Background: an optimization exercise with open tools, aiming at small area, a short achievable clock period and few clock cycles per item. Do not read the settings as production practice.
Function was not checked in any run shown here: the RTL went through the layout flow alone.
Power figures rest on the tool's default switching activity, not on a simulated workload.

==> standard.sh <==
#!/bin/bash
# synth_recipe.tcl (not shown) runs the flow's synth.tcl, then flattens the netlist and writes it again
# the make line also repeats each setting of config.mk as NAME=value (left out here)
make -C /OpenROAD-flow-scripts/flow DESIGN_CONFIG=/design/flow/config.mk WORK_HOME=/design/flow/orfs CLKGATE_MAP_FILE= SYNTH_SCRIPT=/design/flow/synth_recipe.tcl "${@:-finish}"
==> flow/run.sh <==
#!/bin/bash
set -euo pipefail
MARGIN=${MARGIN:-7.5}
sed "s/SETUP_SLACK_MARGIN=[0-9.]*/SETUP_SLACK_MARGIN=$MARGIN/" standard.sh > standard_margin.sh
bash standard_margin.sh > standard.log 2>&1
==> config.mk <==
export PLATFORM = sky130hd
export DESIGN_NAME = boholt_dec
export DESIGN_NICKNAME = boholt_dec
export VERILOG_FILES = /design/flow/design.v
export SDC_FILE = /design/flow/constraint.sdc
export NUM_CORES = 4
export LEC_CHECK = 0
export CAP_MARGIN = 20
export CORE_MARGIN = 2
export CORE_UTILIZATION = 40
export PLACE_DENSITY = 0.6
export SETUP_SLACK_MARGIN = 5
export SLEW_MARGIN = 20
==> constraint.sdc <==
create_clock -name core_clock -period 12.0 [get_ports {clk}]
set_input_delay 2.4000 -clock core_clock [delete_from_list [all_inputs] [get_ports {clk}]]
set_output_delay 2.4000 -clock core_clock [all_outputs]
set_load 0.01 [all_outputs]
==> design.v <==
module boholt_dec (
    input  wire        clk,
    input  wire        rst,
    input  wire        in_valid,
    input  wire [31:0] in_data,
    input  wire        in_last,
    output wire        in_ready,
    output reg         out_valid,
    output reg  [15:0] out_item,
    output reg         done,
    output wire [2:0]  res_fault,
    output wire [12:0] res_fault_pos,
    output wire        res_crc_bad,
    output wire [12:0] res_count,
    output wire        hist_we,
    output wire [11:0] hist_waddr,
    output wire [15:0] hist_wdata,
    output wire        hist_re,
    output wire [11:0] hist_raddr,
    input  wire [15:0] hist_rdata
);
    localparam [15:0] SYNC = 16'hB0B7;
    localparam [31:0] CRC_RESIDUE = 32'hDEBB20E3;
    localparam [2:0] F_NONE     = 3'd0,
                     F_ILLEGAL  = 3'd1,
                     F_DISTANCE = 3'd2,
                     F_OVERRUN  = 3'd3,
                     F_TRUNC    = 3'd4,
                     F_HEADER   = 3'd5;
    localparam [1:0] S_HDR   = 2'd0,    
                     S_CHK   = 2'd1,    
                     S_BODY  = 2'd2,    
                     S_DRAIN = 2'd3;    
    localparam [2:0] T_LIT   = 3'd0,
                     T_SRUN  = 3'd1,
                     T_LRUN  = 3'd2,
                     T_MATCH = 3'd3,
                     T_EOB   = 3'd4,
                     T_ILL   = 3'd5,
                     T_STO   = 3'd6,    
                     T_LIM   = 3'd7;    
    localparam [2:0] C_LIT = 3'd0,
                     C_P1  = 3'd1,      
                     C_P2  = 3'd2,      
                     C_RAM = 3'd3,      
                     C_END = 3'd4;
    function [15:0] crc16_16(input [15:0] c, input [15:0] d);
        integer i;
        reg [15:0] x;
        begin
            x = c ^ {d[7:0], 8'h00};
            for (i = 0; i < 8; i = i + 1)
                x = x[15] ? ((x << 1) ^ 16'h1021) : (x << 1);
            x = x ^ {d[15:8], 8'h00};
            for (i = 0; i < 8; i = i + 1)
                x = x[15] ? ((x << 1) ^ 16'h1021) : (x << 1);
            crc16_16 = x;
        end
    endfunction
    function [31:0] crc32_16(input [31:0] c, input [15:0] d);
        integer i;
        reg [31:0] x;
        begin
            x = c ^ {16'd0, d};
            for (i = 0; i < 16; i = i + 1)
                x = x[0] ? ((x >> 1) ^ 32'hEDB88320) : (x >> 1);
            crc32_16 = x;
        end
    endfunction
    reg  [1:0]  st;
    reg  [2:0]  hw;              
    reg  [1:0]  hidx;            
    reg         hhalf;           
    reg         l1;              
    reg  [31:0] s0, s1;
    reg         v0, v1;          
    reg  [4:0]  o;               
    reg         lp0, lp1;        
    reg         pay_end;         
    reg  [1:0]  ph;              
    reg  [11:0] wl;              
    reg         wl_nz;           
    reg  [1:0]  pl_lo;           
    reg         cut, stored;
    reg  [12:0] maxn;            
    reg  [12:0] n_p;             
    reg  [2:0]  fault;
    reg         crc_bad;
    reg         tdone;           
    reg         pdone;           
    reg         end_pending;     
    reg  [31:0] crc;             
    reg         f_w1bad, f_c0, f_plnc, f_plc, f_st, f_pz;
    reg         tok_v;
    reg  [2:0]  tok_c;
    reg  [25:0] tok_w;           
    reg         cmd_v;
    reg  [2:0]  cmd_k;
    reg  [15:0] cmd_a;           
    reg  [11:0] cmd_r;           
    reg         cmd_one;         
    reg  [11:0] cp_n;            
    reg         e_idle;          
    reg         e_le1;           
    reg         cp_ram;          
    reg         cp_p2;           
    reg  [11:0] rptr;
    reg         rd_done;         
    reg  [15:0] prev2;
    reg  [11:0] wcnt;            
    assign res_fault     = fault;
    assign res_fault_pos = (fault == F_NONE) ? 13'd0 : n_p;
    assign res_crc_bad   = crc_bad;
    assign res_count     = n_p;
    wire cmd_ram  = (cmd_k == C_RAM);
    wire pop      = cmd_v && e_idle && (!cmd_ram || rd_done);
    wire pre_rd   = cmd_v && cmd_ram && !rd_done && e_le1;
    wire cmd_free = !cmd_v || pop;
    wire pop_cp   = pop && (cmd_k == C_P1 || cmd_k == C_P2 || cmd_k == C_RAM);
    assign hist_re    = pre_rd ||
                        (pop && cmd_ram && !cmd_one) ||
                        (!e_idle && cp_ram && !e_le1);
    assign hist_raddr = pre_rd ? cmd_r : rptr;
    assign hist_we    = out_valid;
    assign hist_waddr = wcnt;
    assign hist_wdata = out_item;
    wire emit = !e_idle || (pop && cmd_k != C_END);
    reg [15:0] eval;
    always @(*) begin
        if (!e_idle)
            eval = cp_ram ? hist_rdata : cp_p2 ? prev2 : out_item;
        else case (cmd_k)
            C_P1:    eval = out_item;
            C_P2:    eval = prev2;
            C_RAM:   eval = hist_rdata;
            default: eval = cmd_a;
        endcase
    end
    always @(posedge clk) begin
        if (rst) begin
            cp_n      <= 12'd0;
            e_idle    <= 1'b1;
            e_le1     <= 1'b1;
            rd_done   <= 1'b0;
            out_valid <= 1'b0;
            done      <= 1'b0;
            wcnt      <= 12'hFFF;
        end else begin
            out_valid <= emit;
            done      <= pop && (cmd_k == C_END);
            if (emit) begin
                out_item <= eval;
                prev2    <= out_item;
                wcnt     <= wcnt + 12'd1;
            end
            if (pop && cmd_k == C_END)
                wcnt <= 12'hFFF;
            if (hist_re)
                rptr <= hist_raddr + 12'd1;
            rd_done <= pre_rd;
            if (!e_idle) begin
                cp_n   <= cp_n - 12'd1;
                e_idle <= e_le1;
                e_le1  <= (cp_n[11:2] == 10'd0) && !(cp_n[1] && cp_n[0]);
            end else if (pop_cp) begin
                cp_n   <= cmd_a[11:0];
                e_idle <= cmd_one;
                e_le1  <= (cmd_a[11:1] == 11'd0);
                cp_ram <= cmd_ram;
                cp_p2  <= (cmd_k == C_P2);
            end
        end
    end
    wire [12:0] room    = maxn - n_p;                  
    wire        at_max  = (n_p == maxn);
    wire [11:0] d_m1    = tok_w[15:4];                 
    reg  [11:0] len_m1;                                
    always @(*) begin
        case (tok_c)
            T_SRUN:  len_m1 = {8'd0, tok_w[5:2]};
            T_LRUN:  len_m1 = tok_w[14:3];
            default: len_m1 = {2'd0, tok_w[25:16]} + 12'd2;
        endcase
    end
    wire        over    = {1'b0, len_m1} >= room;      
    wire        is_cp   = (tok_c == T_SRUN || tok_c == T_LRUN || tok_c == T_MATCH);
    wire        dist_bad = (tok_c == T_MATCH) ? ({1'b0, d_m1} >= n_p) : (n_p == 13'd0);
    wire chk_en  = (st == S_BODY) && tok_v && !pdone && cmd_free;
    wire tok_pop = chk_en;
    reg        k_end;
    reg [2:0]  k_fault;
    reg        k_push;
    always @(*) begin
        k_end   = 1'b0;
        k_fault = F_NONE;
        k_push  = 1'b0;
        if (stored && at_max) begin
            k_end = 1'b1;
        end else case (tok_c)
            T_LIT, T_STO: begin
                if (at_max) begin k_end = 1'b1; k_fault = F_OVERRUN; end
                else k_push = 1'b1;
            end
            T_SRUN, T_LRUN, T_MATCH: begin
                if (dist_bad)  begin k_end = 1'b1; k_fault = F_DISTANCE; end
                else if (over) begin k_end = 1'b1; k_fault = F_OVERRUN; end
                else k_push = 1'b1;
            end
            T_EOB: begin
                k_end = 1'b1;
                if (!at_max && !cut) k_fault = F_TRUNC;
            end
            T_ILL: begin
                k_end = 1'b1; k_fault = F_ILLEGAL;
            end
            default: begin   
                k_end = 1'b1;
                if (!cut) k_fault = F_TRUNC;
            end
        endcase
    end
    wire [63:0] dw  = {s1, s0};
    wire [25:0] win = dw[o +: 26];
    wire [5:0] c;
    assign c[0] = !stored && !win[0];
    assign c[1] = !stored && win[0] && !win[1];
    assign c[2] = !stored && win[1:0] == 2'b11 && !win[2];
    assign c[3] = !stored && win[2:0] == 3'b111 && !win[3];
    assign c[4] = !stored && win[3:0] == 4'b1111;
    assign c[5] = stored;
    wire [5:0] lastbits = (pl_lo == 2'd0) ? 6'd32 : {1'b0, pl_lo, 3'b000};
    wire [6:0] avail    = lp0 ? {1'b0, lastbits} - {2'b0, o}
                              : 7'd32 - {2'b0, o} + {1'b0, lastbits};
    wire       near_end = lp0 || lp1;
    reg  [4:0] tl [0:5];
    reg  [5:0] ge, gt, lh;       
    reg  [4:0] o_next;
    reg        retire_c, wait_c, lim_c;
    integer ci;
    always @(*) begin
        tl[0] = 5'd17; tl[1] = 5'd6; tl[2] = 5'd15;
        tl[3] = 5'd26; tl[4] = 5'd5; tl[5] = 5'd16;
        o_next   = 5'd0;
        retire_c = 1'b0;
        wait_c   = 1'b0;
        lim_c    = 1'b0;
        for (ci = 0; ci < 6; ci = ci + 1) begin
            ge[ci] = ({1'b0, o} + {1'b0, tl[ci]}) >= 6'd32;
            gt[ci] = ({1'b0, o} + {1'b0, tl[ci]}) >  6'd32;
            lh[ci] = {2'b0, tl[ci]} > avail;
            if (c[ci]) begin
                o_next   = o_next | (o + tl[ci]);
                retire_c = retire_c | ge[ci];
                wait_c   = wait_c | gt[ci];
                lim_c    = lim_c | lh[ci];
            end
        end
    end
    wire lim_hit = pay_end || (near_end && lim_c);
    wire wait_w  = !v1 && !lp0 && wait_c;
    reg [2:0] t_cls;
    always @(*) begin
        if (lim_hit)   t_cls = T_LIM;
        else if (c[5]) t_cls = T_STO;
        else if (c[0]) t_cls = T_LIT;
        else if (c[1]) t_cls = T_SRUN;
        else if (c[2]) t_cls = T_LRUN;
        else if (c[3]) t_cls = T_MATCH;
        else if (!win[4]) t_cls = T_EOB;
        else           t_cls = T_ILL;
    end
    wire t_last = lim_hit || (c[4] && !stored);    
    wire tstop    = tdone || pdone;
    wire tok_free = !tok_v || tok_pop;
    wire ten      = (st == S_BODY) && !tstop && tok_free &&
                    (pay_end || (v0 && !wait_w));
    wire retire0 = ten && retire_c;                    
    wire xfer    = v1 && (tstop || !v0 || retire0);
    wire take    = in_valid && in_ready;
    wire [13:0] h_plen  = s1[26:13];
    wire [12:0] h_count = s1[12:0];
    wire        h_cut   = s1[26];
    wire        h_stored = s1[24];
    wire hdr_bad = (s0[15:0] != SYNC) || (crc[15:0] != s0[31:16]) ||
                   f_w1bad || (s1[31:29] != 3'd0) ||
                   (f_c0 && !h_cut) ||
                   (!h_cut && f_plnc) || (h_cut && f_plc) ||
                   (h_stored && !h_cut && f_st);
    wire blk_end = (st == S_BODY) && pdone && !wl_nz && !v1 && (ph == 2'd0);
    wire chk_go  = (st == S_CHK) && (!end_pending || done);
    assign in_ready = (st == S_HDR)   ? (hw != 3'd4 && (!v1 || hhalf)) :
                      (st == S_BODY)  ? (wl_nz && !v1) :
                      (st == S_DRAIN);
    always @(posedge clk) begin
        if (rst) begin
            st          <= S_HDR;
            hw          <= 3'd0;
            v0          <= 1'b0;
            v1          <= 1'b0;
            ph          <= 2'd0;
            tdone       <= 1'b1;
            pdone       <= 1'b1;
            tok_v       <= 1'b0;
            end_pending <= 1'b0;
            cmd_v       <= 1'b0;
            n_p         <= 13'd0;
            fault       <= F_NONE;
            crc_bad     <= 1'b0;
        end else begin
            if (in_ready) begin
                s1 <= in_data;
                l1 <= in_last;
            end
            if (pop) cmd_v <= 1'b0;
            if (done) end_pending <= 1'b0;
            case (st)
                S_HDR: begin
                    if (v1) begin
                        if (hidx == 2'd0) begin
                            s0        <= s1;
                            crc[15:0] <= 16'hFFFF;
                        end else
                            crc[15:0] <= crc16_16(crc[15:0], hhalf ? s1[31:16] : s1[15:0]);
                        if (hidx == 2'd1 && !hhalf) begin
                            f_w1bad <= (s1[31:30] != 2'd0) || (s1[29:27] > 3'd4) ||
                                       (h_count > 13'd4096);
                            f_c0    <= (h_count == 13'd0);
                            f_plnc  <= (h_plen[1:0] != 2'd0) || (h_plen > 14'd8192);
                            f_plc   <= (h_plen > 14'd8708);
                            f_st    <= (h_plen != {h_count[12:1] + {12'd0, h_count[0]}, 2'b00});
                            f_pz    <= (h_plen == 14'd0);
                            maxn    <= h_count;
                            wl      <= h_plen[13:2] + {11'd0, (h_plen[1:0] != 2'd0)} + 12'd1;
                            pl_lo   <= h_plen[1:0];
                        end
                        hhalf <= 1'b1;
                        if (hhalf) begin
                            v1 <= 1'b0;
                            if (hidx == 2'd3) st <= S_CHK;
                        end
                    end
                    if (take) begin
                        v1    <= 1'b1;
                        hidx  <= hw[1:0];
                        hhalf <= (hw == 3'd0);
                        hw    <= hw + 3'd1;
                    end
                end
                S_CHK: begin
                    if (chk_go) begin
                        hw <= 3'd0;
                        if (hdr_bad) begin
                            fault       <= F_HEADER;
                            n_p         <= 13'd0;
                            crc_bad     <= 1'b0;
                            cmd_v       <= 1'b1;
                            cmd_k       <= C_END;
                            end_pending <= 1'b1;
                            st          <= l1 ? S_HDR : S_DRAIN;
                        end else begin
                            st      <= S_BODY;
                            cut     <= h_cut;
                            stored  <= h_stored;
                            wl      <= h_cut ? wl - 12'd1 : wl;
                            wl_nz   <= !(h_cut && f_pz);
                            if (h_cut && !h_stored && maxn == 13'd0) maxn <= 13'd4096;
                            n_p     <= 13'd0;
                            fault   <= F_NONE;
                            crc_bad <= 1'b0;
                            crc     <= 32'hFFFFFFFF;
                            tdone   <= 1'b0;
                            pdone   <= 1'b0;
                            tok_v   <= 1'b0;
                            pay_end <= f_pz;
                            v0      <= 1'b0;
                            o       <= 5'd0;
                            lp0     <= 1'b0;
                            lp1     <= 1'b0;
                        end
                    end
                end
                S_DRAIN: begin
                    if (take && in_last) st <= S_HDR;
                end
                default: begin  
                    if (ph != 2'd0)
                        crc <= crc32_16(crc, ph[1] ? s0[31:16] : s0[15:0]);
                    ph <= (ph == 2'd1) ? 2'd2 : 2'd0;
                    if (cmd_free) begin
                        cmd_k   <= (tok_c == T_LIT || tok_c == T_STO) ? C_LIT :
                                   (tok_c != T_MATCH || d_m1 == 12'd0) ? C_P1 :
                                   (d_m1 == 12'd1) ? C_P2 : C_RAM;
                        cmd_a   <= (tok_c == T_STO) ? tok_w[15:0] :
                                   (tok_c == T_LIT) ? tok_w[16:1] : {4'd0, len_m1};
                        cmd_r   <= n_p[11:0] + ~d_m1;
                        cmd_one <= (len_m1 == 12'd0);
                    end
                    if (tok_pop) begin
                        tok_v <= 1'b0;
                        if (k_end) begin
                            pdone <= 1'b1;
                            fault <= k_fault;
                        end
                        if (k_push) begin
                            cmd_v <= 1'b1;
                            n_p   <= is_cp ? n_p + {1'b0, len_m1} + 13'd1 : n_p + 13'd1;
                        end
                    end
                    if (ten) begin
                        tok_v <= 1'b1;
                        tok_c <= t_cls;
                        tok_w <= win;
                        o     <= o_next;
                        if (t_last) tdone <= 1'b1;
                        if (retire_c) begin
                            v0 <= 1'b0;
                            if (lp0) pay_end <= 1'b1;
                        end
                    end
                    if (take) begin
                        v1    <= 1'b1;
                        wl    <= wl - 12'd1;
                        wl_nz <= (wl != 12'd1);
                        lp1   <= (wl == (cut ? 12'd1 : 12'd2));
                    end
                    if (xfer) begin
                        s0  <= s1;
                        v0  <= 1'b1;
                        lp0 <= lp1;
                        ph  <= 2'd1;
                        if (!take) v1 <= 1'b0;
                    end
                    if (blk_end && cmd_free) begin
                        crc_bad     <= !cut && (crc != CRC_RESIDUE);
                        cmd_v       <= 1'b1;
                        cmd_k       <= C_END;
                        end_pending <= 1'b1;
                        st          <= S_HDR;
                        v0          <= 1'b0;
                    end
                end
            endcase
        end
    end
endmodule
==> qor.txt, run 1 <==
Chip height = 244 um
RSZ-0062 raised after global routing = true
Die Width = 244 um
Total grt overflow = 0
Relative slew slack = 0.278
Die area = 59500 sq um
Power Total = 6.41 mW
DP Wirelength = 54000 um
Hold path endpoint = prev2[5]
Initial DRC Count = 1677
CTS hold repair buffers = 0
Worst Tran Pin Value = 1.08 ns
Synth Warn # = 2
Count of cell types in the netlist = 89
Vias per inst = 5.81
Worst Path Arrival = 2.13 ns
CTS buffer count = 38
Drc violations = 0
Sequential fraction of the synthesis area = 0.379
Period minus WS final = 4.53 ns
Critical Path Slowest Stage Cell = edfxtp_1
Final setup fails = 0
Final hold viol count = 0
EDFF count, synth = 251
Met3 Use GR = 0.0325
# diodes = 0
Fin nets = 2673
Fin util = 0.481
CP startpoint kind = flip-flop
Critical path type = flip-flop to output port
Met1 usage = 0.307
Gr busiest metal = met2
Overall Global Routing Usage = 0.241
Routability-driven placement congestion ratio = 0.955
Num rows = 87
Top post-synthesis cells by area = edfxtp_1, xnor2_1, mux2i_1
Worst min-delay path category = flip-flop to flip-flop
Crit-path cells = nand4bb_4 -> nor2_4 -> buf_8 -> buf_6 -> mux2_4 -> buf_6
Slew Limit Fails = 0
Boundary pin count = 143
Reg2reg end = tok_c[1]
Count leader, synth = edfxtp_1
Synth Area per Inst = 9.63 sq um
Max VDD drop = 0.000560 V
Reg2Reg Depth = 10
Hold Path Depth = 0
Clock skew = 0.0150 ns
CTS tree = built
Post-Route Setup TNS = 0 ns
Hold slack final = 0.475 ns
CP Max Fanout = 4
Status = finished clean
Most frequent CP cell = buf_6
DR pass1 iterations = 5
ANT nets after route = 0
Post-synth top area cell = edfxtp_1
Required @ worst endpoint = 9.60 ns
Worst skew pair latency = 0.58 ns
Critical path endpoint category = output port
Sw Ratio = 0.407
FF-to-FF Start = o[1]
Yosys top cell area share = 0.327
Wirelength per Cell = 22.3 um
Post-synthesis cell count = 2392
CTS Root Cell = clkbuf_16
Internal = 3.80 mW
Area Overhead vs Synth = 18.3%
Final period util = 0.378
Post-Route WL = 74000 um
Post-Syn Nets = 2538
First-pass GRT wire length = 112000 um
Post-synth top flop = edfxtp_1
Leak Pwr = 10.0 nW
Power density over cell area = 235 nW/um^2
Clk sinks = 311
Comb power frac = 0.552
H-tree lvl count = 2
Vias = 19243
Synthesized area = 23000 sq um
Share of layout cells above drive strength 1 = 0.130
Worst stage delay on the critical path = 0.41 ns
Largest net degree at the start of global routing = 80
Vias in the first global route = 18772
Net Sw Power = 2.61 mW
Initial Util = 0.407
Most common library cells after synthesis = edfxtp_1, nand2_1, xnor2_1
Ys async rst share = 0
Initial antenna violation count = 0
Flop pwr share = 0.264
Synth Register Bits = 311
Clock share of power = 0.184
Max Root-Sink Buffers = 3
Max-cap viol count = 0
CTS clk-pin slew, worst paths = 0.06 ns
IO buf count = 142
Fmax = 221 MHz
Worst R2R Setup Slack = 7.66 ns
Area of the core = 56600 sq um
Hold Crit Start = out_item[5]
Grt met2 use = 0.415
[power by group through the flow]
| stage | Combinational, mW | Clock, mW | Sequential [mW] |
|---|---|---|---|
| after CTS | 3.50 | 1.20 | 1.69 |
| after global placement | 3.43 | 0 | 1.71 |
| after floorplan | 2.79 | 0 | 1.62 |
| final | 3.53 | 1.18 | 1.69 |
| after detailed placement | 3.46 | 0 | 1.71 |
| after global routing | 3.86 | 1.24 | 1.70 |
[cells by family (layout without fill, tap and decap cells)]
| logic type | Yosys count | count (layout) | share of synthesized area |
|---|---|---|---|
| and+or+nand+nor | 741 | 741 | 0.155 |
| adders and majority gates | 95 | 95 | 0.0525 |
| AOI/OAI and AO/OA | 491 | 491 | 0.136 |
| buffers and inverters | 246 | 411 | 0.0445 |
| xor gates and xnor gates | 301 | 301 | 0.119 |
| muxes | 207 | 207 | 0.114 |
| DFF | 311 | 311 | 0.379 |
[critical path, delay by kind of cell, from the launching register on]
family | cells | cell delay [ns]
multiplexers | 1 | 0.31
AND/OR/NAND/NOR | 2 | 0.44
buffers and inverters | 3 | 0.40
flip-flops | 1 | 0.41
[worst max-delay path by stage]
stage	startpoint	end	cells past startpoint
2_1_floorplan	n_p[1]	n_p[10]	20
3_3_place_gp	cmd_k[0]	hist_raddr[2]	5
3_5_place_dp	cmd_k[0]	hist_raddr[2]	5
4_1_cts	cmd_k[2]	hist_raddr[2]	6
5_1_grt	cmd_k[2]	hist_raddr[10]	7
6_report	cmd_k[2]	hist_raddr[1]	6
[final cells by class]
class	count	area, sq um
multi-input combinational	1835	13600
tap	756	946
clock buffer	50	1080
clock inverter	20	208
timing repair buffer	242	2310
fill	5238	29400
sequential	311	8760
inverter	99	393
[layer usage]
metal	vias to the layer above	share of wire	routed length (um)
met1	9273	0.42	30800
met2	829	0.49	36100
met3	148	0.060	4410
met4	0	0.038	2800
li1	8993	-	-
met5	-	0	0
[layout by cell type, fill, tap and decap left out, drive strengths merged, types with 34 or more instances in the layout]
master	n
a21oi	130
buf	111
clkbuf	54
clkdlybuf4s50	126
dfxtp	60
edfxtp	251
ha	91
inv	101
mux2i	136
mux4	41
nand2	240
nand3	55
nor2	173
nor2b	36
nor3	65
nor4	34
o21ai	137
xnor2	206
xor2	91
[repair_timing]
item | 4_1_cts | 5_1_grt
setup endpoints to repair | 76 | 88
endpoints found under the hold margin | 0 | 0
pin swaps | 4 | 8
gates cloned | 1 | 1
setup buffers | 31 | 29
resized for setup | 117 | 59
[registers in the layout, indices dropped and copies added (netlist names), 13 cells and up]
name / count
tok_w: 26
prev2: 16
s0: 32
out_item: 16
cmd_a: 16
maxn: 13
n_p: 13
s1: 32
crc: 32
[per-stage QoR]
stage	setup slack, ns	std cells	area (sq um)
6_report	7.47	3313	27200
5_1_grt	7.41	3313	27200
4_1_cts	7.43	3283	26800
3_5_place_dp	6.87	3181	25100
3_3_place_gp	6.92	3181	25100
2_1_floorplan	7.66	2392	23000
==> run 2: changes to the inputs <==
==> flow/run.sh (replaced) <==
#!/bin/bash
set -euo pipefail
MARGIN=${MARGIN:-8.5}
sed "s/SETUP_SLACK_MARGIN=[0-9.]*/SETUP_SLACK_MARGIN=$MARGIN/" standard.sh > standard_margin.sh
bash standard_margin.sh > standard.log 2>&1
==> run 2 against run 1 <==
Net effect:
- still clean
- hold slack better by 0.0052 ns
- flip-flop and latch count unchanged
- synthesized cell count unchanged
- routed wire length increased by 11%
- sequential power about the same
- largest cell class unchanged
==> qor.txt, run 2 <==
Most common library cells after synthesis = edfxtp_1, nand2_1, xnor2_1
Synthesized area = 23000 sq um
Sequential fraction of the synthesis area = 0.379
Ys async rst share = 0
IO buf count = 142
Post-Syn Nets = 2538
Clk sinks = 311
H-tree lvl count = 2
Final setup fails = 0
CP startpoint kind = flip-flop
Biggest regs = crc x32, s0 x32, s1 x32
CTS hold repair buffers = 0
Final period util = 0.381
Relative slew slack = 0.270
DR pass1 iterations = 7
FF-to-FF Start = maxn[1]
Vias = 20656
Area Overhead vs Synth = 29.9%
Period minus WS final = 4.57 ns
Final setup margin = 7.43 ns
Total grt overflow = 0
Sw Ratio = 0.411
Routability-driven placement congestion ratio = 0.982
Largest net degree at the start of global routing = 68
Synth Area in Adders = 0.0525
Final hold viol count = 0
# diodes = 0
Most common cell after layout, fill and taps aside = edfxtp_1
EDFF count, synth = 251
Wirelength per Cell = 23.6 um
CTS buffer count = 38
Die area = 59500 sq um
Leak Pwr = 11.4 nW
Post-synth top flop = edfxtp_1
DP Wirelength = 54800 um
Fillers = 5044
Required @ worst endpoint = 9.60 ns
Clock share of power = 0.175
Status = finished clean
Mux cell area share after synthesis = 0.114
Chip height = 244 um
Top post-synthesis cells by area = edfxtp_1, xnor2_1, mux2i_1
Drc violations = 0
Worst min-delay path category = flip-flop to flip-flop
Flop pwr share = 0.252
Synth Area per Inst = 9.63 sq um
Area occupied by multi-input gates = 14400 sq um
First-pass GRT wire length = 123000 um
CP startpoint = cmd_k[2]
Initial Util = 0.407
Num rows = 87
Initial DRC Count = 2073
Clock skew = 0.0200 ns
RSZ-0062 raised after global routing = true
Power density over cell area = 226 nW/um^2
Yosys top cell area share = 0.327
Max VDD drop = 0.000667 V
Worst R2R Setup Slack = 7.78 ns
Post-Route WL = 82400 um
Synth Warn # = 2
CTS clk-pin slew, worst paths = 0.06 ns
Fin util = 0.528
Critical path endpoint category = output port
CTS Root Cell = clkbuf_16
Post-Synth XOR/XNOR Area = 0.119
Critical path type = flip-flop to output port
Max Root-Sink Buffers = 3
Worst Path Arrival = 2.17 ns
Fin nets = 2849
Area of the core = 56600 sq um
Complex-gate fraction of the synthesized area = 0.136
Fmax = 219 MHz
ANT nets after route = 0
Post-synthesis cell count = 2392
Synth Register Bits = 311
Internal = 3.98 mW
CTS tree = built
CP Max Fanout = 7
Vias per inst = 5.92
Reg area = 8830 sq um
Die Width = 244 um
Count leader, synth = edfxtp_1
Post-synth top area cell = edfxtp_1
Initial antenna violation count = 1
Simple-Gate Fraction of Synth Area = 0.155
Worst Tran Pin Value = 1.09 ns
Worst skew pair latency = 0.57 ns
Main combinational cell family by area after synthesis = simple AND/OR/NAND/NOR gates
Share of layout cells above drive strength 1 = 0.260
Worst slack, placed = 6.72 ns
Vias in the first global route = 19992
Slew Limit Fails = 0
Post-Route Setup TNS = 0 ns
Max-cap viol count = 0
Net Sw Power = 2.77 mW
Boundary pin count = 143
Count of cell types in the netlist = 89
Most frequent cells in the layout = edfxtp_1, nand2_1, xnor2_1, buf_4, nor2_1
Overall Global Routing Usage = 0.269
Hold Crit Start = hw[1]
Comb power frac = 0.573
## run 2: cell counts after synthesis
Identical to the previous run, type by type.
## run 2: worst paths after layout
path                   end  cells after the start
min reg2reg        hidx[1]                      0
max          hist_raddr[2]                      6
min                hidx[1]                      0
max reg2reg        n_p[11]                     20
## run 2: through the flow
| step | instances | instance area, sq um | total power [mW] | hold slack [ns] |
|---|---|---|---|---|
| 4_1_cts | 3407 | 28700 | 6.59 | 0.474 |
| 2_1_floorplan | 2392 | 23400 | 4.43 | 0.421 |
| 3_5_place_dp | 3172 | 25300 | 5.23 | 0.458 |
| 6_report | 3489 | 29900 | 6.75 | 0.480 |
| 3_3_place_gp | 3172 | 25300 | 5.19 | 0.456 |
| 5_1_grt | 3489 | 29900 | 7.14 | 0.500 |
## run 2: cell type report
type                       count  share of cell area
multi-input combinational   1841               0.482
sequential                   311               0.295
timing repair buffer         412               0.135
clock buffer                  42              0.0326
tap                          756              0.0316
inverter                      99              0.0140
clock inverter                28             0.00966
## run 2: repair_timing
action / 4_1_cts / 5_1_grt
setup buffers: 149 / 81
setup endpoints to repair: 368 / 198
pin swaps: 38 / 49
resized for setup: 595 / 112
endpoints found under the hold margin: 0 / 0
gates cloned: 16 / 1
## run 2: routing by layer
layer | part of all wire | track usage
met5 | 0 | 0
met4 | 0.054 | 0.131
met3 | 0.084 | 0.0463
met2 | 0.47 | 0.438
met1 | 0.39 | 0.346
## run 2: worst max-delay path, stage by stage, from the launching register on
cell and delay, ns:
edfxtp_1 0.39, nand4bb_4 0.24, nor2_4 0.24, buf_12 0.17, buf_4 0.11, mux2_4 0.32, buf_6 0.13
## run 2: power groups by stage
stage | registers, mW | clock network [mW] | logic, mW
after floorplan | 1.62 | 0 | 2.81
after global placement | 1.72 | 0 | 3.47
after detailed placement | 1.72 | 0 | 3.51
after CTS | 1.69 | 1.21 | 3.69
after global routing | 1.70 | 1.25 | 4.19
final | 1.70 | 1.18 | 3.86
## run 2: logic make-up after synthesis
kind of cell,Yosys count
adder cells (fa/ha/maj),95
XOR/XNOR,301
buffers and inverters,246
flip-flops,311
AND/OR/NAND/NOR,741
AO/OA/AOI/OAI,491
multiplexers,207
==> run 3: changes to the inputs <==
--- a/design.v
+++ b/design.v
@@ -16,6 +16,6 @@
     output wire [11:0] hist_waddr,
     output wire [15:0] hist_wdata,
-    output wire        hist_re,
-    output wire [11:0] hist_raddr,
+    output reg         hist_re,
+    output reg  [11:0] hist_raddr,
     input  wire [15:0] hist_rdata
 );
@@ -105,71 +105,17 @@
     reg         cp_ram;          
     reg         cp_p2;           
-    reg  [11:0] rptr;
+    reg         pre_q;           
     reg         rd_done;         
+    reg         flt;             
     reg  [15:0] prev2;
     reg  [11:0] wcnt;            
     assign res_fault     = fault;
-    assign res_fault_pos = (fault == F_NONE) ? 13'd0 : n_p;
+    assign res_fault_pos = flt ? n_p : 13'd0;
     assign res_crc_bad   = crc_bad;
     assign res_count     = n_p;
     wire cmd_ram  = (cmd_k == C_RAM);
     wire pop      = cmd_v && e_idle && (!cmd_ram || rd_done);
-    wire pre_rd   = cmd_v && cmd_ram && !rd_done && e_le1;
     wire cmd_free = !cmd_v || pop;
     wire pop_cp   = pop && (cmd_k == C_P1 || cmd_k == C_P2 || cmd_k == C_RAM);
-    assign hist_re    = pre_rd ||
-                        (pop && cmd_ram && !cmd_one) ||
-                        (!e_idle && cp_ram && !e_le1);
-    assign hist_raddr = pre_rd ? cmd_r : rptr;
-    assign hist_we    = out_valid;
-    assign hist_waddr = wcnt;
-    assign hist_wdata = out_item;
-    wire emit = !e_idle || (pop && cmd_k != C_END);
-    reg [15:0] eval;
-    always @(*) begin
-        if (!e_idle)
-            eval = cp_ram ? hist_rdata : cp_p2 ? prev2 : out_item;
-        else case (cmd_k)
-            C_P1:    eval = out_item;
-            C_P2:    eval = prev2;
-            C_RAM:   eval = hist_rdata;
-            default: eval = cmd_a;
-        endcase
-    end
-    always @(posedge clk) begin
-        if (rst) begin
-            cp_n      <= 12'd0;
-            e_idle    <= 1'b1;
-            e_le1     <= 1'b1;
-            rd_done   <= 1'b0;
-            out_valid <= 1'b0;
-            done      <= 1'b0;
-            wcnt      <= 12'hFFF;
-        end else begin
-            out_valid <= emit;
-            done      <= pop && (cmd_k == C_END);
-            if (emit) begin
-                out_item <= eval;
-                prev2    <= out_item;
-                wcnt     <= wcnt + 12'd1;
-            end
-            if (pop && cmd_k == C_END)
-                wcnt <= 12'hFFF;
-            if (hist_re)
-                rptr <= hist_raddr + 12'd1;
-            rd_done <= pre_rd;
-            if (!e_idle) begin
-                cp_n   <= cp_n - 12'd1;
-                e_idle <= e_le1;
-                e_le1  <= (cp_n[11:2] == 10'd0) && !(cp_n[1] && cp_n[0]);
-            end else if (pop_cp) begin
-                cp_n   <= cmd_a[11:0];
-                e_idle <= cmd_one;
-                e_le1  <= (cmd_a[11:1] == 11'd0);
-                cp_ram <= cmd_ram;
-                cp_p2  <= (cmd_k == C_P2);
-            end
-        end
-    end
     wire [12:0] room    = maxn - n_p;                  
     wire        at_max  = (n_p == maxn);
@@ -184,4 +130,5 @@
     end
     wire        over    = {1'b0, len_m1} >= room;      
+    wire [11:0] cmd_r_n = n_p[11:0] + ~d_m1;           
     wire        is_cp   = (tok_c == T_SRUN || tok_c == T_LRUN || tok_c == T_MATCH);
     wire        dist_bad = (tok_c == T_MATCH) ? ({1'b0, d_m1} >= n_p) : (n_p == 13'd0);
@@ -220,4 +167,66 @@
         endcase
     end
+    wire e_le1_n   = !e_idle ? ((cp_n[11:2] == 10'd0) && !(cp_n[1] && cp_n[0])) :
+                     pop_cp  ? (cmd_a[11:1] == 11'd0) : 1'b1;
+    wire rd_first  = e_le1_n &&
+                     ((cmd_v && !pop && cmd_ram && !pre_q) ||
+                      (chk_en && tok_c == T_MATCH && d_m1[11:1] != 11'd0));
+    wire rd_second = pre_q && !cmd_one;
+    wire rd_more   = (!e_idle && cp_ram && (cp_n[11:2] != 10'd0 || cp_n[1:0] == 2'd3)) ||
+                     (pop && cmd_ram && cmd_a[11:1] != 11'd0);
+    assign hist_we    = out_valid;
+    assign hist_waddr = wcnt;
+    assign hist_wdata = out_item;
+    wire emit = !e_idle || (pop && cmd_k != C_END);
+    reg [15:0] eval;
+    always @(*) begin
+        if (!e_idle)
+            eval = cp_ram ? hist_rdata : cp_p2 ? prev2 : out_item;
+        else case (cmd_k)
+            C_P1:    eval = out_item;
+            C_P2:    eval = prev2;
+            C_RAM:   eval = hist_rdata;
+            default: eval = cmd_a;
+        endcase
+    end
+    always @(posedge clk) begin
+        if (rst) begin
+            cp_n      <= 12'd0;
+            e_idle    <= 1'b1;
+            e_le1     <= 1'b1;
+            rd_done   <= 1'b0;
+            pre_q     <= 1'b0;
+            hist_re   <= 1'b0;
+            out_valid <= 1'b0;
+            done      <= 1'b0;
+            wcnt      <= 12'hFFF;
+        end else begin
+            out_valid <= emit;
+            done      <= pop && (cmd_k == C_END);
+            if (emit) begin
+                out_item <= eval;
+                prev2    <= out_item;
+                wcnt     <= wcnt + 12'd1;
+            end
+            if (pop && cmd_k == C_END)
+                wcnt <= 12'hFFF;
+            hist_re    <= rd_first || rd_second || rd_more;
+            hist_raddr <= !rd_first ? hist_raddr + 12'd1 :
+                          cmd_free  ? cmd_r_n : cmd_r;
+            pre_q      <= rd_first;
+            rd_done    <= pre_q;
+            if (!e_idle) begin
+                cp_n   <= cp_n - 12'd1;
+                e_idle <= e_le1;
+                e_le1  <= (cp_n[11:2] == 10'd0) && !(cp_n[1] && cp_n[0]);
+            end else if (pop_cp) begin
+                cp_n   <= cmd_a[11:0];
+                e_idle <= cmd_one;
+                e_le1  <= (cmd_a[11:1] == 11'd0);
+                cp_ram <= cmd_ram;
+                cp_p2  <= (cmd_k == C_P2);
+            end
+        end
+    end
     wire [63:0] dw  = {s1, s0};
     wire [25:0] win = dw[o +: 26];
@@ -306,4 +315,5 @@
             n_p         <= 13'd0;
             fault       <= F_NONE;
+            flt         <= 1'b0;
             crc_bad     <= 1'b0;
         end else begin
@@ -352,4 +362,5 @@
                         if (hdr_bad) begin
                             fault       <= F_HEADER;
+                            flt         <= 1'b1;
                             n_p         <= 13'd0;
                             crc_bad     <= 1'b0;
@@ -367,4 +378,5 @@
                             n_p     <= 13'd0;
                             fault   <= F_NONE;
+                            flt     <= 1'b0;
                             crc_bad <= 1'b0;
                             crc     <= 32'hFFFFFFFF;
@@ -393,5 +405,5 @@
                         cmd_a   <= (tok_c == T_STO) ? tok_w[15:0] :
                                    (tok_c == T_LIT) ? tok_w[16:1] : {4'd0, len_m1};
-                        cmd_r   <= n_p[11:0] + ~d_m1;
+                        cmd_r   <= cmd_r_n;
                         cmd_one <= (len_m1 == 12'd0);
                     end
@@ -401,4 +413,5 @@
                             pdone <= 1'b1;
                             fault <= k_fault;
+                            flt   <= (k_fault != F_NONE);
                         end
                         if (k_push) begin
==> flow/run.sh (replaced) <==
#!/bin/bash
set -euo pipefail
MARGIN=${MARGIN:-8.0}
sed "s/SETUP_SLACK_MARGIN=[0-9.]*/SETUP_SLACK_MARGIN=$MARGIN/" standard.sh > standard_margin.sh
bash standard_margin.sh > standard.log 2>&1
==> run 3 against run 2 <==
Net effect:
- die area increased by 1.5%
- final cell count decreased by 4.6%
- area after synthesis increased by 1.5%
- hold slack got worse by 0.0063 ns
- still clean
- power increased by 8.1%
- routed wire length decreased by 6.9%
- critical path depth increased by 16
==> qor.txt, run 3 <==
Share of layout cells above drive strength 1 = 0.166
CTS Root Cell = clkbuf_16
Chip height = 246 um
Wirelength per Cell = 23.0 um
CTS clk-pin slew, worst paths = 0.06 ns
IO buf count = 142
Worst skew pair latency = 0.57 ns
Post-Route Setup TNS = 0 ns
Relative slew slack = 0.255
Fin nets = 2681
CP startpoint kind = flip-flop
Total grt overflow = 0
Final period util = 0.381
CTS buffer count = 38
Worst min-delay path category = flip-flop to flip-flop
Initial Util = 0.405
Area Overhead vs Synth = 19.4%
Post-synth top area cell = edfxtp_1
Die area = 60400 sq um
Most frequent cells in the layout = edfxtp_1, nand2_1, xnor2_1, nor2_1, a21oi_1
Fillers = 5343
Status = finished clean
Max-cap viol count = 0
Most common cell after layout, fill and taps aside = edfxtp_1
Period minus WS final = 4.57 ns
Drc violations = 0
Post-Syn Nets = 2534
Comb power frac = 0.593
Crit-path cells = ha_4 -> nor2b_4 -> o21ai_2 -> a21oi_2 -> o21ai_2 -> a21oi_2 -> o21ai_2 -> a211o_1 -> a21oi_2 -> xnor2_2 -> ha_2 -> or4_4 -> a21oi_2 -> o21ai_1 -> o22a_1 -> a2111o_1 -> a21oi_4 -> buf_12 -> buf_8 -> o21ai_4 -> nor3_2 -> nor3_1
Initial antenna violation count = 1
Non-filler instance count after layout = 3329
Final hold viol count = 0
Worst stage delay on the critical path = 0.47 ns
Net Sw Power = 3.03 mW
Biggest regs = crc x32, s0 x32, s1 x32
Sequential fraction of the synthesis area = 0.376
Area of the core = 57700 sq um
RSZ-0062 raised after global routing = true
Slew Limit Fails = 0
Synth Register Bits = 314
Clk sinks = 314
Vias per inst = 5.98
EDFF count, synth = 251
Post-synth top flop = edfxtp_1
Count leader, synth = edfxtp_1
Leak Pwr = 10.1 nW
# diodes = 0
Most common library cells after synthesis = edfxtp_1, nand2_1, xnor2_1
Top delay family on crit path = compound AO/OA/AOI/OAI gates
CP Max Fanout = 6
Critical Path Slowest Stage Cell = or4_4
CTS tree = built
Overall Global Routing Usage = 0.248
Ys async rst share = 0
DP Wirelength = 54400 um
Worst Path Arrival = 5.00 ns
Max VDD drop = 0.000324 V
CTS hold repair buffers = 0
Required @ worst endpoint = 12.43 ns
Routability-driven placement congestion ratio = 0.993
Final setup fails = 0
First-pass GRT wire length = 116000 um
Power density over cell area = 262 nW/um^2
Num rows = 88
Synthesized area = 23400 sq um
Die Width = 246 um
Fin util = 0.484
Boundary pin count = 143
Post-synthesis cell count = 2388
Top post-synthesis cells by area = edfxtp_1, xnor2_1, dfxtp_1
Synth Area per Inst = 9.79 sq um
Max Root-Sink Buffers = 3
Worst Tran Pin Value = 1.11 ns
Worst slack, placed = 7.29 ns
Internal = 4.27 mW
Clock skew = 0.0119 ns
Flop pwr share = 0.243
Vias = 19893
Fmax = 219 MHz
Count of cell types in the netlist = 94
Critical path type = flip-flop to flip-flop
CP bufs+invs = 2
Sw Ratio = 0.415
Placed instance count = 3179
Most frequent CP cell = a21oi_2
Clock share of power = 0.164
Final setup margin = 7.43 ns
Yosys top cell area share = 0.322
Largest net degree at the start of global routing = 73
Post-Route WL = 76600 um
Vias in the first global route = 18977
Critical path endpoint category = flip-flop
H-tree lvl count = 2
ANT nets after route = 0
Synth Warn # = 2
DR pass1 iterations = 5
Initial DRC Count = 1818
## run 3: cell count changes after synthesis, sizes merged, moves of 11 or more
cell / before / now
a21oi: 130 / 162
xnor2: 206 / 221
mux2i: 136 / 83
nor3: 65 / 50
o21ai: 137 / 118
a31oi: 9 / 20
a211oi: 14 / 25
## run 3: logic make-up after synthesis
kind of cell | Yosys count | share of synthesized area
compound gates | 521 | 0.143
xor+xnor | 304 | 0.130
fa+ha+maj | 96 | 0.0521
buf+inv | 256 | 0.0478
flops | 314 | 0.376
mux | 157 | 0.0966
simple gates | 740 | 0.153
## run 3: through the flow
stage / cell area, sq um / hold slack [ns] / power (mW)
CTS: 27600 / 0.478 / 7.30
floorplan: 23600 / 0.421 / 5.12
detailed placement: 25500 / 0.462 / 6.02
finish: 27900 / 0.474 / 7.30
global route: 27900 / 0.494 / 7.77
global placement: 25500 / 0.452 / 5.95
## run 3: cell type report
type	count	area (sq um)	share of cell area
clock buffer	40	958	0.0344
clock inverter	29	323	0.0116
inverter	107	435	0.0156
multi-input combinational	1821	14000	0.500
sequential	314	8850	0.317
tap	765	957	0.0343
timing repair buffer	253	2420	0.0867
## run 3: path summary, 6_finish.rpt
path / slack (ns) / start / cells after the start / endpoint
min reg2reg: 0.47 / out_item[3] / 0 / prev2[3]
max: 7.43 / maxn[1] / 22 / n_p[0]
min: 0.47 / out_item[3] / 0 / prev2[3]
max reg2reg: 7.43 / maxn[1] / 22 / n_p[0]
## run 3: per-layer routing
layer | vias to the layer above | track usage | wire (um)
met4 | 0 | 0.102 | 3370
met1 | 9694 | 0.325 | 31300
met2 | 973 | 0.411 | 36200
met3 | 209 | 0.0331 | 5740
li1 | 9017 | - | -
met5 | - | 0 | 0
## run 3: repair_timing
action	in CTS	in global routing
setup buffers	50	24
resized for setup	140	46
setup endpoints to repair	135	97
gates cloned	5	1
pin swaps	37	24
## run 3: power groups by stage
stage               clock (mW)  sequential [mW]  combinational, mW
floorplan                    0             1.68               3.44
finish                    1.20             1.77               4.33
detailed placement           0             1.79               4.24
CTS                       1.23             1.76               4.31
global placement             0             1.78               4.16
global route              1.27             1.78               4.72
==> run 4: changes to the inputs <==
==> flow/run.sh (replaced) <==
#!/bin/bash
set -euo pipefail
MARGIN=${MARGIN:-9.0}
sed "s/SETUP_SLACK_MARGIN=[0-9.]*/SETUP_SLACK_MARGIN=$MARGIN/" standard.sh > standard_margin.sh
bash standard_margin.sh > standard.log 2>&1
==> run 4 against run 3 <==
Net effect:
- non-clock buffer count is 229 higher
- still clean
- first-iteration DRC count is 5.9% higher
- final cell count is 7.1% higher
- via count is 6.7% higher
- sequential power hardly changed
- power is 14% higher
- hold slack worse by 0.012 ns
- flip-flop and latch count stayed put
- critical path depth is 2 lower
- synthesized cell count stayed put
==> qor.txt, run 4 <==
Chip height = 246 um
CP startpoint kind = flip-flop
Boundary pin count = 143
Most frequent CP cell = a21oi_2
CTS buffer count = 39
Post-synthesis cell count = 2388
Period minus WS final = 4.61 ns
Area of the core = 57700 sq um
Share of layout cells above drive strength 1 = 0.304
Wirelength per Cell = 23.9 um
Worst Path Arrival = 5.11 ns
ANT nets after route = 0
Yosys top cell area share = 0.322
Required @ worst endpoint = 12.49 ns
Worst Tran Pin Value = 0.894 ns
DR pass1 iterations = 9
Critical path type = flip-flop to flip-flop
Flop pwr share = 0.213
Critical path endpoint category = flip-flop
Most common library cells after synthesis = edfxtp_1, nand2_1, xnor2_1
CTS tree = built
Synthesized area = 23400 sq um
Synth Warn # = 2
Clock share of power = 0.139
Relative slew slack = 0.404
Vias in the first global route = 20503
Worst min-delay path category = flip-flop to flip-flop
Count of cell types in the netlist = 94
Most common cell after layout, fill and taps aside = edfxtp_1
Post-synth top area cell = edfxtp_1
IO buf count = 142
Vias per inst = 5.95
EDFF count, synth = 251
Worst skew pair latency = 0.59 ns
Power density over cell area = 263 nW/um^2
DP Wirelength = 55400 um
Num rows = 88
Post-synth top flop = edfxtp_1
Final period util = 0.384
Top delay family on crit path = compound AO/OA/AOI/OAI gates
Comb power frac = 0.648
Total grt overflow = 0
First-pass GRT wire length = 123000 um
Area Overhead vs Synth = 35.2%
Sw Ratio = 0.403
Fmax = 217 MHz
Max-cap viol count = 0
Routability-driven placement congestion ratio = 0.996
Die Width = 246 um
Die area = 60400 sq um
Power Total = 8.32 mW
Critical Path Slowest Stage Cell = or4_4
Leak Pwr = 11.8 nW
Post-Syn Nets = 2534
Net Sw Power = 3.35 mW
Synth Area per Inst = 9.79 sq um
Hold Path Depth = 2
Slew Limit Fails = 0
CTS clk-pin slew, worst paths = 0.06 ns
RSZ-0062 raised after global routing = true
Worst R2R Setup Slack = 7.39 ns
Most frequent cells in the layout = edfxtp_1, nand2_1, buf_4, xnor2_1, nor2_1
Final hold viol count = 0
Overall Global Routing Usage = 0.265
Sequential fraction of the synthesis area = 0.376
Max VDD drop = 0.000957 V
Top post-synthesis cells by area = edfxtp_1, xnor2_1, dfxtp_1
Initial Util = 0.405
CTS Root Cell = clkbuf_16
Initial DRC Count = 1925
Non-filler instance count after layout = 3567
Post-Route WL = 85200 um
Clk sinks = 314
Fin nets = 2916
CP bufs+invs = 0
Hold slack final = 0.461 ns
Largest net degree at the start of global routing = 70
Max Root-Sink Buffers = 3
Internal = 4.97 mW
Status = finished clean
Placed instance count = 3172
Count leader, synth = edfxtp_1
Initial antenna violation count = 0
Crit-path cells = ha_4 -> nor2b_4 -> o21ai_2 -> a21oi_2 -> o21ai_2 -> a21oi_2 -> o21ai_1 -> a211o_1 -> a21oi_2 -> xnor2_1 -> ha_2 -> or4_4 -> a21oi_2 -> o21ai_1 -> o22a_1 -> a2111o_1 -> a21oi_4 -> o21ai_4 -> or3_1 -> a21oi_2
Ys async rst share = 0
Stages on worst setup path = 20
Biggest regs = crc x32, s0 x32, s1 x32
Drc violations = 0
CP Max Fanout = 7
Final setup fails = 0
H-tree lvl count = 2
Clock skew = 0.0270 ns
Post-Route Setup TNS = 0 ns
Reg2Reg Depth = 20
Synth Register Bits = 314
CTS hold repair buffers = 0
Vias = 21232
Worst stage delay on the critical path = 0.51 ns
-- run 4: path summary, 6_finish.rpt --
kind | start | to
min reg2reg | fault[0] | fault[0]
max | maxn[1] | n_p[8]
min | fault[0] | fault[0]
max reg2reg | maxn[1] | n_p[8]
-- run 4: power by group through the flow --
stage                     Combinational, mW  Clock (mW)  Sequential [mW]
after floorplan                        3.47           0             1.68
after global placement                 4.17           0             1.78
after detailed placement               4.22           0             1.79
after CTS                              4.78        1.18             1.76
after global routing                   5.79        1.22             1.78
final                                  5.39        1.16             1.77
-- run 4: final cells by class --
type / count / area, sq um
fill: 4980 / 26100
tap: 765 / 957
inverter: 107 / 552
timing repair inverter: 1 / 11.3
clock inverter: 22 / 191
clock buffer: 50 / 1040
antenna: 1 / 2.50
sequential: 314 / 8890
timing repair buffer: 482 / 4980
multi-input combinational: 1825 / 15000
-- run 4: timing repair --
| action | CTS | global route |
|---|---|---|
| endpoints found under the setup margin | 458 | 293 |
| cloned | 17 | 7 |
| setup buffers | 191 | 107 |
| gates resized for setup | 681 | 116 |
| pin swaps | 66 | 70 |
-- run 4: tightest hold or removal path, delay by kind of cell (launching register included) --
kind	cells	cell delay, ns
AO/OA/AOI/OAI	1	0.06
flip-flops	1	0.32
buffers and inverters	1	0.05
-- run 4: logic make-up after synthesis --
group,share of synthesized area
XOR/XNOR,0.130
buffers and inverters,0.0478
flip-flops,0.376
AO/OA/AOI/OAI,0.143
adder cells (fa/ha/maj),0.0521
AND/OR/NAND/NOR,0.153
multiplexers,0.0966
-- run 4: through the flow --
step / util / area [sq um] / worst slack, ns
3_5_place_dp: 0.447 / 25800 / 6.96
4_1_cts: 0.521 / 30000 / 7.42
2_1_floorplan: - / 24100 / 7.77
5_1_grt: 0.548 / 31600 / 7.21
6_report: 0.548 / 31600 / 7.39
3_3_place_gp: 0.447 / 25800 / 7.13
-- run 4: layer usage --
layer  track usage  vias up  share of wire  routed length [um]
li1              -     9522              -                   -
met1         0.328    10311           0.38               32800
met2         0.444     1103           0.47               40300
met3        0.0495      296          0.086                7320
met4         0.131        0          0.056                4760
met5             0        -              0                   0
==> run 5: changes to the inputs <==
--- a/design.v
+++ b/design.v
@@ -83,5 +83,5 @@
     reg  [1:0]  pl_lo;           
     reg         cut, stored;
-    reg  [12:0] maxn;            
+    reg  [12:0] room;            
     reg  [12:0] n_p;             
     reg  [2:0]  fault;
@@ -118,6 +118,5 @@
     wire cmd_free = !cmd_v || pop;
     wire pop_cp   = pop && (cmd_k == C_P1 || cmd_k == C_P2 || cmd_k == C_RAM);
-    wire [12:0] room    = maxn - n_p;                  
-    wire        at_max  = (n_p == maxn);
+    wire        at_max  = (room == 13'd0);
     wire [11:0] d_m1    = tok_w[15:4];                 
     reg  [11:0] len_m1;                                
@@ -340,5 +339,5 @@
                             f_st    <= (h_plen != {h_count[12:1] + {12'd0, h_count[0]}, 2'b00});
                             f_pz    <= (h_plen == 14'd0);
-                            maxn    <= h_count;
+                            room    <= h_count;
                             wl      <= h_plen[13:2] + {11'd0, (h_plen[1:0] != 2'd0)} + 12'd1;
                             pl_lo   <= h_plen[1:0];
@@ -375,5 +374,5 @@
                             wl      <= h_cut ? wl - 12'd1 : wl;
                             wl_nz   <= !(h_cut && f_pz);
-                            if (h_cut && !h_stored && maxn == 13'd0) maxn <= 13'd4096;
+                            if (h_cut && !h_stored && room == 13'd0) room <= 13'd4096;
                             n_p     <= 13'd0;
                             fault   <= F_NONE;
@@ -418,4 +417,5 @@
                             cmd_v <= 1'b1;
                             n_p   <= is_cp ? n_p + {1'b0, len_m1} + 13'd1 : n_p + 13'd1;
+                            room  <= is_cp ? room + {1'b1, ~len_m1} : room - 13'd1;
                         end
                     end
==> flow/run.sh (replaced) <==
#!/bin/bash
set -euo pipefail
MARGIN=${MARGIN:-8.0}
sed "s/SETUP_SLACK_MARGIN=[0-9.]*/SETUP_SLACK_MARGIN=$MARGIN/" standard.sh > standard_margin.sh
bash standard_margin.sh > standard.log 2>&1
==> run 5 against run 4 <==
Net effect:
- still clean on timing, DRC and antenna
- final area shrank 13%
- sequential share of layout area grew 4.0 points
- die area shrank 2.5%
- first-iteration DRC count shrank 8.0%
- clock-buffer cell count shrank 1
- clock power is essentially flat
- hold slack gained 0.0014 ns
- worst setup slack gained 0.43 ns
- synthesized cell count grew 0.63%
- flip-flop and latch count is the same
- area after synthesis shrank 2.6%
- critical path type is now flip-flop to output port
- critical endpoint is now in_ready
==> qor.txt, run 5 <==
Period minus WS final = 4.19 ns
Wirelength per Cell = 22.8 um
DR pass1 iterations = 8
Fin nets = 2717
Worst skew pair latency = 0.57 ns
Vias = 19711
Max-cap viol count = 0
Biggest regs = crc x32, s0 x32, s1 x32
Synth Warn # = 2
CTS clk-pin slew, worst paths = 0.06 ns
Routability-driven placement congestion ratio = 0.953
EDFF count, synth = 251
Total grt overflow = 0
Fmax = 239 MHz
CTS Root Cell = clkbuf_16
Clock share of power = 0.208
Area of the core = 56400 sq um
Area Overhead vs Synth = 20.8%
Max Root-Sink Buffers = 3
Post-Route Setup TNS = 0 ns
CP Max Fanout = 4
Critical path endpoint category = output port
Most common cell after layout, fill and taps aside = edfxtp_1
Hold slack final = 0.463 ns
Worst R2R Setup Slack = 8.03 ns
Count leader, synth = edfxtp_1
Comb power frac = 0.497
Clock skew = 0.0161 ns
Finished Cell Area = 27500 sq um
Synth Register Bits = 314
DP Wirelength = 54300 um
Stages on worst setup path = 7
RSZ-0062 raised after global routing = true
CTS tree = built
FF-to-FF Start = o[0]
Top post-synthesis cells by area = edfxtp_1, xnor2_1, dfxtp_1
Fillers = 5331
Top delay family on crit path = flip-flops
Count of cell types in the netlist = 98
Worst Path Arrival = 1.79 ns
Reg2reg end = s0[30]
Largest net degree at the start of global routing = 68
Relative slew slack = 0.309
Post-synth top area cell = edfxtp_1
Synthesized area = 22800 sq um
Yosys top cell area share = 0.331
ANT nets after route = 0
Sw Ratio = 0.390
Critical Path Slowest Stage Cell = dfxtp_4
Synth Area per Inst = 9.48 sq um
Worst Tran Pin Value = 1.03 ns
Max VDD drop = 0.000200 V
Status = finished clean
Leak Pwr = 10.3 nW
Power density over cell area = 202 nW/um^2
Final setup fails = 0
Final period util = 0.349
CP startpoint kind = flip-flop
Die Width = 243 um
Most frequent cells in the layout = edfxtp_1, nand2_1, xnor2_1, nor2_1, o21ai_0
Vias per inst = 5.87
Flop pwr share = 0.294
Post-Route WL = 76600 um
Share of layout cells above drive strength 1 = 0.139
CP startpoint = st[0]
Post-Syn Nets = 2549
Post-synthesis cell count = 2403
Final hold viol count = 0
Drc violations = 0
CTS buffer count = 39
Ys async rst share = 0
Overall Global Routing Usage = 0.249
Worst stage delay on the critical path = 0.36 ns
Die area = 58900 sq um
First-pass GRT wire length = 115000 um
Required @ worst endpoint = 9.60 ns
IO buf count = 142
Initial Util = 0.404
Chip height = 243 um
DP Area = 24900 sq um
Num rows = 87
Boundary pin count = 143
Net Sw Power = 2.16 mW
Reg2Reg Depth = 13
Vias in the first global route = 19018
Internal = 3.38 mW
Slew Limit Fails = 0
Crit-path cells = inv_6 -> ha_4 -> inv_8 -> nor2_4 -> a221oi_4 -> a21oi_2 -> buf_2
CP bufs+invs = 3
Post-synth top flop = edfxtp_1
Most common library cells after synthesis = edfxtp_1, nand2_1, xnor2_1
Initial antenna violation count = 6
Critical path type = flip-flop to output port
H-tree lvl count = 2
Initial DRC Count = 1771
Sequential fraction of the synthesis area = 0.386
Clk sinks = 314
Worst min-delay path category = flip-flop to flip-flop
Crit path capture = in_ready
[run 5: cell count changes after synthesis, moves of 12 or more]
cell	delta
mux4_2	-31
a21oi_1	-15
xor2_1	+17
nand2b_1	-15
nor3_1	+16
xnor2_1	-12
o21ai_0	+35
mux2i_1	+15
nand3_1	+12
and2_1	+15
buf_2	-12
[run 5: cell type report]
| type | instances | area [sq um] | area share |
|---|---|---|---|
| antenna | 2 | 5.00 | 0.000182 |
| clock inverter | 22 | 205 | 0.00746 |
| clock buffer | 49 | 1020 | 0.0372 |
| inverter | 119 | 475 | 0.0173 |
| multi-input combinational | 1828 | 13300 | 0.483 |
| sequential | 314 | 8860 | 0.322 |
| tap | 756 | 946 | 0.0344 |
| timing repair buffer | 269 | 2720 | 0.0990 |
[run 5: timing repair]
item,4_1_cts,5_1_grt
setup buffers,30,47
gates resized for setup,102,66
cloned,7,6
setup endpoints to repair,176,122
pin swaps,11,19
hold buffers,0,0
[run 5: power by group through the flow]
| stage | sequential, mW | clock, mW | combinational [mW] |
|---|---|---|---|
| after global placement | 1.64 | 0 | 2.62 |
| after global routing | 1.64 | 1.22 | 3.00 |
| after floorplan | 1.55 | 0 | 2.12 |
| after detailed placement | 1.65 | 0 | 2.66 |
| final | 1.63 | 1.16 | 2.76 |
| after CTS | 1.62 | 1.18 | 2.72 |
[run 5: logic make-up after synthesis]
| kind of cell | count (synthesis) | share of synthesized area |
|---|---|---|
| compound gates | 533 | 0.150 |
| xor+xnor | 295 | 0.122 |
| fa+ha+maj | 96 | 0.0535 |
| buf+inv | 263 | 0.0486 |
| flops | 314 | 0.386 |
| mux | 145 | 0.0797 |
| simple gates | 757 | 0.160 |
[run 5: per-stage QoR]
| step | total power [mW] | cells | util | setup WS (ns) |
|---|---|---|---|---|
| after floorplan | 3.68 | 2403 | - | 7.95 |
| after global placement | 4.26 | 3195 | 0.441 | 6.84 |
| after detailed placement | 4.31 | 3195 | 0.441 | 6.74 |
| after CTS | 5.52 | 3303 | 0.475 | 7.75 |
| after global routing | 5.85 | 3357 | 0.488 | 7.76 |
| final | 5.55 | 3359 | 0.488 | 7.81 |
[run 5: worst min path at each step]
stage / startpoint / cells after the start / endpoint
after global placement: out_item[7] / 0 / prev2[7]
after detailed placement: out_item[11] / 0 / prev2[11]
final: hw[1] / 0 / hidx[1]
after floorplan: s1[11] / 0 / s0[11]
after global routing: hw[1] / 0 / hidx[1]
after CTS: out_item[2] / 0 / prev2[2]
[run 5: metal layers]
metal	part of all wire	up-vias	GRT usage	routed length, um
met5	0.00060	-	0	46
met4	0.038	8	0.0909	2910
met3	0.077	200	0.0430	5900
met2	0.48	891	0.420	36400
met1	0.41	9508	0.320	31300
li1	-	9104	-	-
[run 5: worst reg2reg max path, cell delays in order (launching register included)]
cell and delay, ns:
edfxtp_1 0.53, buf_12 0.21, buf_4 0.13, mux2i_1 0.16
or2_2 0.32, a31oi_1 0.38, a211oi_4 0.12, buf_4 0.19
or4_4 0.56, o211ai_4 0.28, a31oi_4 0.17, a211oi_4 0.32
buf_12 0.17, clkbuf_16 0.16
==> run 6: changes to the inputs <==
--- a/design.v
+++ b/design.v
@@ -5,5 +5,5 @@
     input  wire [31:0] in_data,
     input  wire        in_last,
-    output wire        in_ready,
+    output reg         in_ready,
     output reg         out_valid,
     output reg  [15:0] out_item,
@@ -297,10 +297,17 @@
     wire blk_end = (st == S_BODY) && pdone && !wl_nz && !v1 && (ph == 2'd0);
     wire chk_go  = (st == S_CHK) && (!end_pending || done);
-    assign in_ready = (st == S_HDR)   ? (hw != 3'd4 && (!v1 || hhalf)) :
-                      (st == S_BODY)  ? (wl_nz && !v1) :
-                      (st == S_DRAIN);
+    reg rdy_n;
+    always @(*) begin
+        case (st)
+            S_HDR:   rdy_n = take ? (hw == 3'd0) : (hw != 3'd4);
+            S_CHK:   rdy_n = chk_go && (hdr_bad || !(h_cut && f_pz));
+            S_BODY:  rdy_n = blk_end || (!take && wl_nz && !(v1 && !xfer));
+            default: rdy_n = 1'b1;
+        endcase
+    end
     always @(posedge clk) begin
         if (rst) begin
             st          <= S_HDR;
+            in_ready    <= 1'b1;
             hw          <= 3'd0;
             v0          <= 1'b0;
@@ -317,4 +324,5 @@
             crc_bad     <= 1'b0;
         end else begin
+            in_ready <= rdy_n;
             if (in_ready) begin
                 s1 <= in_data;
==> run 6 against run 5 <==
Net effect:
- register-to-register slack gained 0.09 ns
- flip-flop and latch count grew 1
- hold slack improved by 0.018 ns
- final area is essentially flat
- core utilization decreased by 1.0 points
- clock power is about 10% higher
- largest cell class unchanged
==> qor.txt, run 6 <==
Status = finished clean
Vias in the first global route = 18835
Post-synth top area cell = edfxtp_1
Critical Path Slowest Stage Cell = o21bai_1
CTS clk-pin slew, worst paths = 0.06 ns
Post-Syn Nets = 2568
Overall Global Routing Usage = 0.242
Most common library cells after synthesis = edfxtp_1, nand2_1, xnor2_1
H-tree lvl count = 2
Synth Area per Inst = 9.59 sq um
EDFF count, synth = 251
Vias per inst = 5.89
Count of cell types in the netlist = 88
CTS buffer count = 38
Required @ worst endpoint = 12.29 ns
Num rows = 88
Synthesized area = 23200 sq um
Area Overhead vs Synth = 18.4%
RSZ-0062 raised after global routing = true
Total grt overflow = 0
Post-synth top flop = edfxtp_1
Top post-synthesis cells by area = edfxtp_1, xnor2_1, dfxtp_1
Vias = 19599
Worst min-delay path category = flip-flop to flip-flop
First-pass GRT wire length = 113000 um
Clock skew = 0.0256 ns
CP Max Fanout = 48
Ys async rst share = 0
Final setup margin = 8.00 ns
Final period util = 0.333
Clk sinks = 315
Drc violations = 0
DP Wirelength = 53800 um
Fin nets = 2681
CTS Root Cell = clkbuf_16
CP bufs+invs = 4
Fmax = 250 MHz
Crit-path cells = buf_2 -> buf_4 -> nor2_1 -> o21ai_1 -> nand2b_1 -> o21bai_1 -> a221oi_4 -> buf_4 -> clkbuf_16
Initial antenna violation count = 0
Worst Path Arrival = 4.29 ns
Final hold viol count = 0
Worst slack, placed = 6.72 ns
# diodes = 0
Final setup fails = 0
Most frequent cells in the layout = edfxtp_1, nand2_1, xnor2_1, nor2_1, o21ai_0
ANT nets after route = 0
Max-cap viol count = 0
Power Total = 7.52 mW
Reg2Reg Depth = 12
Worst R2R Setup Slack = 8.12 ns
Max VDD drop = 0.000711 V
Leak Pwr = 10.1 nW
IO buf count = 142
Critical path endpoint category = flip-flop
Worst stage delay on the critical path = 0.31 ns
Share of layout cells above drive strength 1 = 0.125
Relative slew slack = 0.318
Top delay family on crit path = buffers and inverters
Max Root-Sink Buffers = 3
Yosys top cell area share = 0.324
Fillers = 5304
Initial DRC Count = 1769
Fin util = 0.478
CP startpoint kind = input pin
Sequential fraction of the synthesis area = 0.380
Most common cell after layout, fill and taps aside = edfxtp_1
Critical path type = input pin to flip-flop
Hold Crit Start = out_item[12]
Worst skew pair latency = 0.58 ns
Hold slack final = 0.481 ns
Chip height = 245 um
Count leader, synth = edfxtp_1
Wirelength per Cell = 22.4 um
Die area = 60000 sq um
Routability-driven placement congestion ratio = 0.989
Biggest regs = crc x32, s0 x32, s1 x32
Post-Route WL = 74700 um
Post-synthesis cell count = 2422
Most frequent CP cell = buf_4
Die Width = 245 um
Synth Register Bits = 315
DR pass1 iterations = 7
Hold path endpoint = prev2[12]
Initial Util = 0.403
Hold Path Depth = 0
Largest net degree at the start of global routing = 64
Slew Limit Fails = 0
Reg2reg end = s0[13]
FF-to-FF Start = o[0]
Period minus WS final = 4.00 ns
Worst Tran Pin Value = 1.02 ns
Synth Warn # = 2
Power density over cell area = 274 nW/um^2
CTS tree = built
Post-Route Setup TNS = 0 ns
Area of the core = 57600 sq um
Boundary pin count = 143
CTS hold repair buffers = 0
==> run 6: changes by cell type in the layout (fill, tap and decap cells not counted), sizes merged, moves of 14 or more <==
cell / before / now
buf: 119 / 78
xnor2: 202 / 219
a31oi: 13 / 27
nor3: 65 / 45
o211ai: 27 / 42
mux2i: 94 / 116
inv: 118 / 89
o22a: 2 / 19
a22oi: 31 / 15
==> run 6: kinds of logic (layout without fill, tap and decap cells) <==
kind of cell    Yosys count  count (layout)  share of synthesized area
flops                   315             315                      0.380
simple gates            728             728                      0.148
mux                     185             185                      0.100
fa+ha+maj                94              94                     0.0516
compound gates          558             558                      0.154
buf+inv                 240             382                     0.0427
xor+xnor                302             302                      0.124
==> run 6: cell type report <==
cell class	instances	area [sq um]	area share
Clock inverter	26	382	0.0139
Multi-Input combinational cell	1867	13700	0.500
Sequential cell	315	8870	0.323
Inverter	91	358	0.0130
Timing Repair Buffer	222	2210	0.0802
Tap cell	765	957	0.0348
Clock buffer	43	980	0.0356
==> run 6: worst max-delay path by stage <==
stage,start,to,cells past startpoint
after CTS,flt,res_fault_pos[8],3
after detailed placement,tok_c[2],room[8],14
after global placement,tok_c[2],room[8],14
after floorplan,rst,cmd_a[0],3
final,rst,room[1],9
after global routing,tok_c[2],n_p[11],18
==> run 6: repair_timing <==
action,in CTS,in global routing
cloned,0,3
buffers inserted,21,18
setup endpoints to repair,193,168
resized for setup,70,59
pin swaps,4,11
==> run 6: report_power, final <==
group | total (mW) | leakage [nW] | internal (mW) | switching [mW]
logic | 4.44 | 6.66 | 2.06 | 2.37
registers | 1.81 | 2.82 | 1.59 | 0.224
clock network | 1.28 | 0.660 | 0.785 | 0.492
total | 7.52 | 10.1 | 4.43 | 3.09
==> run 6: metrics by stage <==
stage | instance area [sq um] | std cells
3_3_place_gp | 25300 | 3218
5_1_grt | 27500 | 3329
3_5_place_dp | 25300 | 3218
6_report | 27500 | 3329
2_1_floorplan | 23300 | 2422
4_1_cts | 27100 | 3308
==> run 6: routing by layer <==
layer	GRT usage	share of wire	up-vias
li1	-	-	9086
met1	0.318	0.43	9528
met2	0.410	0.48	836
met3	0.0292	0.062	149
met4	0.0857	0.033	0
met5	0	0	-

[separate check: timing with driven ports]
How much do the figures lean on ideal ports? The routed layouts below were timed once more, with nothing changed but the port constraints. Step 1: set_driving_cell puts a clkbuf_16 on clk and a buf_2 on each other input, an assumption about the parent block. Step 2 times the ports against the registers' clock, not the clock port: input delays grow and output delays shrink by t, the midpoint of the rising clock arrivals with the driver on. a / b / c = no drivers / after step 1 / after step 2; a / b = the first two.
run | t (ns) | setup WS [ns]
run 1 | 0.629 | 7.468 / 7.404 / 7.311
run 2 | 0.623 | 7.426 / 7.365 / 7.783
run 3 | 0.621 | 7.433 / 7.433 / 7.433
run 4 | 0.634 | 7.387 / 7.387 / 7.387
run 5 | 0.617 | 7.814 / 7.754 / 7.553
run 6 | 0.623 | 8.002 / 7.975 / 7.419
After both steps every run listed still meets setup and hold.
